Context: an optimization exercise on an open-source flow, tuned for small area, a short achievable clock period and few clock cycles. The choices shown serve that exercise and are no tape-out recipe.
In this exercise RTL edits were held to simulation tests only and were not proved equivalent to the original.
Power is estimated from default activity; no workload was simulated.

wip/indigo:
==> flow/design.v (excerpt) <==
module csl_rs_decoder (
    input  wire        clk,
    input  wire        rst,
    input  wire        in_valid,
    output wire        in_ready,
    input  wire [7:0]  in_data,
    input  wire        in_last,
    output wire        out_valid,
    input  wire        out_ready,
    output wire        out_uncorr,
    output wire [3:0]  out_nerr,
    output wire [63:0] out_pos,
    output wire [63:0] out_val
);
Size in the first run: ~4000 cells after synthesis, roughly 860 flip-flops, about 150 I/O pins, roughly 43000 um^2 of cells after synthesis.
export LEC_CHECK = 0
export CAP_MARGIN = 20
export CORE_MARGIN = 2
export CORE_UTILIZATION = 55
export CTS_BUF_LIST = sky130_fd_sc_hd__clkbuf_8
export PLACE_DENSITY = 0.65
export SLEW_MARGIN = 20
create_clock -name core_clock -period 10.0 [get_ports {clk}]
standard.sh (not shown) runs the stock make flow with config.mk's settings and CLKGATE_MAP_FILE= SYNTH_SCRIPT=/design/flow/synth_recipe.tcl, a recipe that flattens the netlist after the stock synthesis.
==> flow/flow/run.sh <==
#!/bin/bash
set -euo pipefail
bash standard.sh SETUP_SLACK_MARGIN=6.6 "BUFFER_PORTS_ARGS=-buffer_cell sky130_fd_sc_hd__buf_2" finish > layout_make.log 2>&1
Testbench counts of wip/indigo, summed over its fixed seeds: cycles 73,265.
What wip/pepper does differently from wip/indigo at the input level:
Settings: a change of PLACE_DENSITY from 0.65 to 0.6; a deleted CTS_BUF_LIST that had been sky130_fd_sc_hd__clkbuf_8; a change of CORE_UTILIZATION from 55 to 40.
==> flow/flow/run.sh <==
#!/bin/bash
set -euo pipefail
bash standard.sh SETUP_SLACK_MARGIN=6.6 finish > layout_make.log 2>&1
Findings:
- wip/pepper vs. wip/indigo: final weighted congestion in routability-driven placement shrank by about 5%, number of non-clock buffers grew by 8, post-layout instance count excluding filler cells grew by 285.
- Looking at wip/pepper and wip/indigo, the arrival time reported for the critical path endpoint is a wash.
- wip/pepper vs wip/indigo — overall power consumption rose 500 uW.
- Relative to wip/indigo, global-route usage has decreased by 7.0 points in wip/pepper.
- wip/pepper finished every stage and its layout cleared the timing, design-rule and antenna checks.
The following lists how wip/garnet was set up differently from wip/pepper:
Settings: PLACE_DENSITY: 0.6 -> 0.65; CTS_CLUSTER_SIZE: unset -> 30; CORE_UTILIZATION: 40 -> 55.
==> flow/flow/run.sh <==
#!/bin/bash
set -euo pipefail
bash standard.sh SETUP_SLACK_MARGIN=6.6 "BUFFER_PORTS_ARGS=-buffer_cell sky130_fd_sc_hd__buf_2" finish > layout_make.log 2>&1
Results
Fraction of final layout cells with drive strength greater than 1 was higher in wip/garnet than in wip/pepper.
For wip/pepper, the cell at the slowest stage of the critical path was sky130_fd_sc_hd__dfxtp_1, unlike wip/garnet, where it was sky130_fd_sc_hd__a222oi_1.
The power consumption in wip/garnet was higher than what wip/pepper gave.
Changes observed in wip/garnet relative to wip/pepper: first-iteration DRC count now sits lower; post-placement cell count now sits lower; wire length now sits lower.
Modified inputs, wip/juniper compared to wip/garnet
Settings: setting ABC_AREA to 1 for the first time; removing CTS_CLUSTER_SIZE (formerly 30).
==> flow/flow/run.sh <==
#!/bin/bash
set -euo pipefail
bash standard.sh SETUP_SLACK_MARGIN=6.8 "BUFFER_PORTS_ARGS=-buffer_cell sky130_fd_sc_hd__buf_2" \
  "CTS_ARGS=-sink_clustering_enable -repair_clock_nets -sink_clustering_size 24 -sink_clustering_max_diameter 120 -buf_list sky130_fd_sc_hd__clkbuf_16" \
  finish > layout_make.log 2>&1
## What came out
wip/juniper: met1 layer wirelength in the final routing is 9.4% higher than what wip/garnet reported. Area fraction in and, or, nand and nor cells after synthesis in wip/juniper vs wip/garnet: up 11 points. When wip/juniper is set beside wip/garnet, its first-pass GRT wire length turns out to be about 14% larger. [compare] base=wip/garnet new=wip/juniper: fraction of standard cell area in multi-input logic picked up an extra 2.2 points, floorplan core area picked up an extra 7.7%. Summary: with wip/garnet as the reference, count of mapped cells out of synthesis in wip/juniper moved up by more than a quarter. When wip/juniper is measured against wip/garnet, its maximum number of pins on one net before global-route repair turns out 10 lower. Source-to-sink clock delay at the later pin of the worst-skew pair (wip/juniper over wip/garnet): decrease, 0.02 ns.

========
Starting RTL as in the previous note.
clock: 10.0 ns
lec_check: 0
cap_margin: 20
core_margin: 2
core_utilization: 55
cts_buf_list: sky130_fd_sc_hd__clkbuf_4
place_density: 0.65
slew_margin: 20
==> flow/flow/run.sh <==
#!/bin/bash
set -euo pipefail
bash standard.sh SETUP_SLACK_MARGIN=6.6 "BUFFER_PORTS_ARGS=-buffer_cell sky130_fd_sc_hd__buf_2" finish > layout_make.log 2>&1
The starting point ran to the end with no violations.
Testbench counts at the start, summed over its fixed seeds: cycles 73,265.
==> next run, changes <==
CTS_BUF_LIST = default   (was sky130_fd_sc_hd__clkbuf_4)
The new run completed without violations; critical path depth goes up by 8; sequential power hardly moves; cell area goes down by a few percent; count of clock-buffer cells in the layout goes down by 200.
==> next run, changes <==
==> flow/flow/run.sh (replaced) <==
#!/bin/bash
set -euo pipefail
bash standard.sh SETUP_SLACK_MARGIN=6.8 "BUFFER_PORTS_ARGS=-buffer_cell sky130_fd_sc_hd__buf_2" \
  "CTS_ARGS=-sink_clustering_enable -repair_clock_nets -sink_clustering_size 24 -sink_clustering_max_diameter 120 -buf_list sky130_fd_sc_hd__clkbuf_16" \
  finish > layout_make.log 2>&1
Outcome: Register-to-register slack gets better by 0.14 ns; synthesized cell count is unchanged; first-iteration DRC count went down by 2.4%; cell count went down by 1.3%; routed wire length went down by 0.99%; final area went down by 3.5%; critical path depth went down by 8; power went down by 10%.
==> next run, changes <==
==> flow/flow/run.sh (replaced) <==
#!/bin/bash
set -euo pipefail
bash standard.sh SETUP_SLACK_MARGIN=6.8 "BUFFER_PORTS_ARGS=-buffer_cell sky130_fd_sc_hd__buf_2" finish > layout_make.log 2>&1
Via count came out higher by 1.5%; routed wire length came out higher by 1.3%; core utilization came out higher by 2.6 points; maximum frequency stays flat; setup slack gets worse by 0.0077 ns; global-route usage came out higher by 0.48 points; die area does not change; power came out higher by 11%; area after synthesis stays the same.
==> next run, changes <==
==> flow/flow/run.sh (replaced) <==
#!/bin/bash
set -euo pipefail
bash standard.sh SETUP_SLACK_MARGIN=6.8 "BUFFER_PORTS_ARGS=-buffer_cell sky130_fd_sc_hd__buf_2" \
  "CTS_ARGS=-sink_clustering_enable -repair_clock_nets -sink_clustering_size 24 -sink_clustering_max_diameter 120 -buf_list sky130_fd_sc_hd__clkbuf_16" \
  finish > layout_make.log 2>&1
CORE_UTILIZATION = 65   (was 55)
PLACE_DENSITY = 0.72   (was 0.65)
Via count goes up by about 1.3%. Routed wire length goes up by about 1.4%. Hold slack improves by 0.017 ns. Sequential share of layout area goes up by 2.2 points. Non-clock buffer count goes down by 3. Clock skew is about the same. Area after synthesis stays the same. Core utilization goes up by 7.6 points.

-- separate check: timing with driven ports --
The flow's constraints put no driver on any port. The routed layouts listed below were extracted and timed again, unchanged, in two steps.
Step 1: set_driving_cell puts a clkbuf_16 on clk and a buf_2 on each other input, an assumption about the parent block.
Step 2 also shifts input and output timing later by t, the mid clock arrival at the registers, as if the neighbouring blocks saw the same clock.
Three values: ideal, step 1, step 2; two values: the first two.
run | shift t [ns] | setup slack, ns | cell pins on the clock port's net
wip/indigo | 0.864 | 6.677 / 6.607 / 6.723 | 1
wip/pepper | 0.721 | 6.665 / 6.602 / 6.284 | 1
wip/garnet | 0.706 | 6.714 / 6.701 / 6.714 | 1
wip/juniper | 0.683 | 6.721 / 6.652 / 6.751 | 1
the first run of note 2 | 1.144 | 6.377 / 6.313 / 6.684 | 1
the second run of note 2 | 0.706 | 6.714 / 6.701 / 6.714 | 1
the third run of note 2 | 0.680 | 6.837 / 6.769 / 6.845 | 1
the fourth run of note 2 | 0.694 | 6.829 / 6.770 / 6.830 | 1
the fifth run of note 2 | 0.663 | 6.791 / 6.791 / 6.791 | 1
After both steps every run listed still meets setup and hold. For wip/pepper, which loses most, drivers alone change the setup slack by -0.063 ns; drivers and shift together by -0.381 ns.
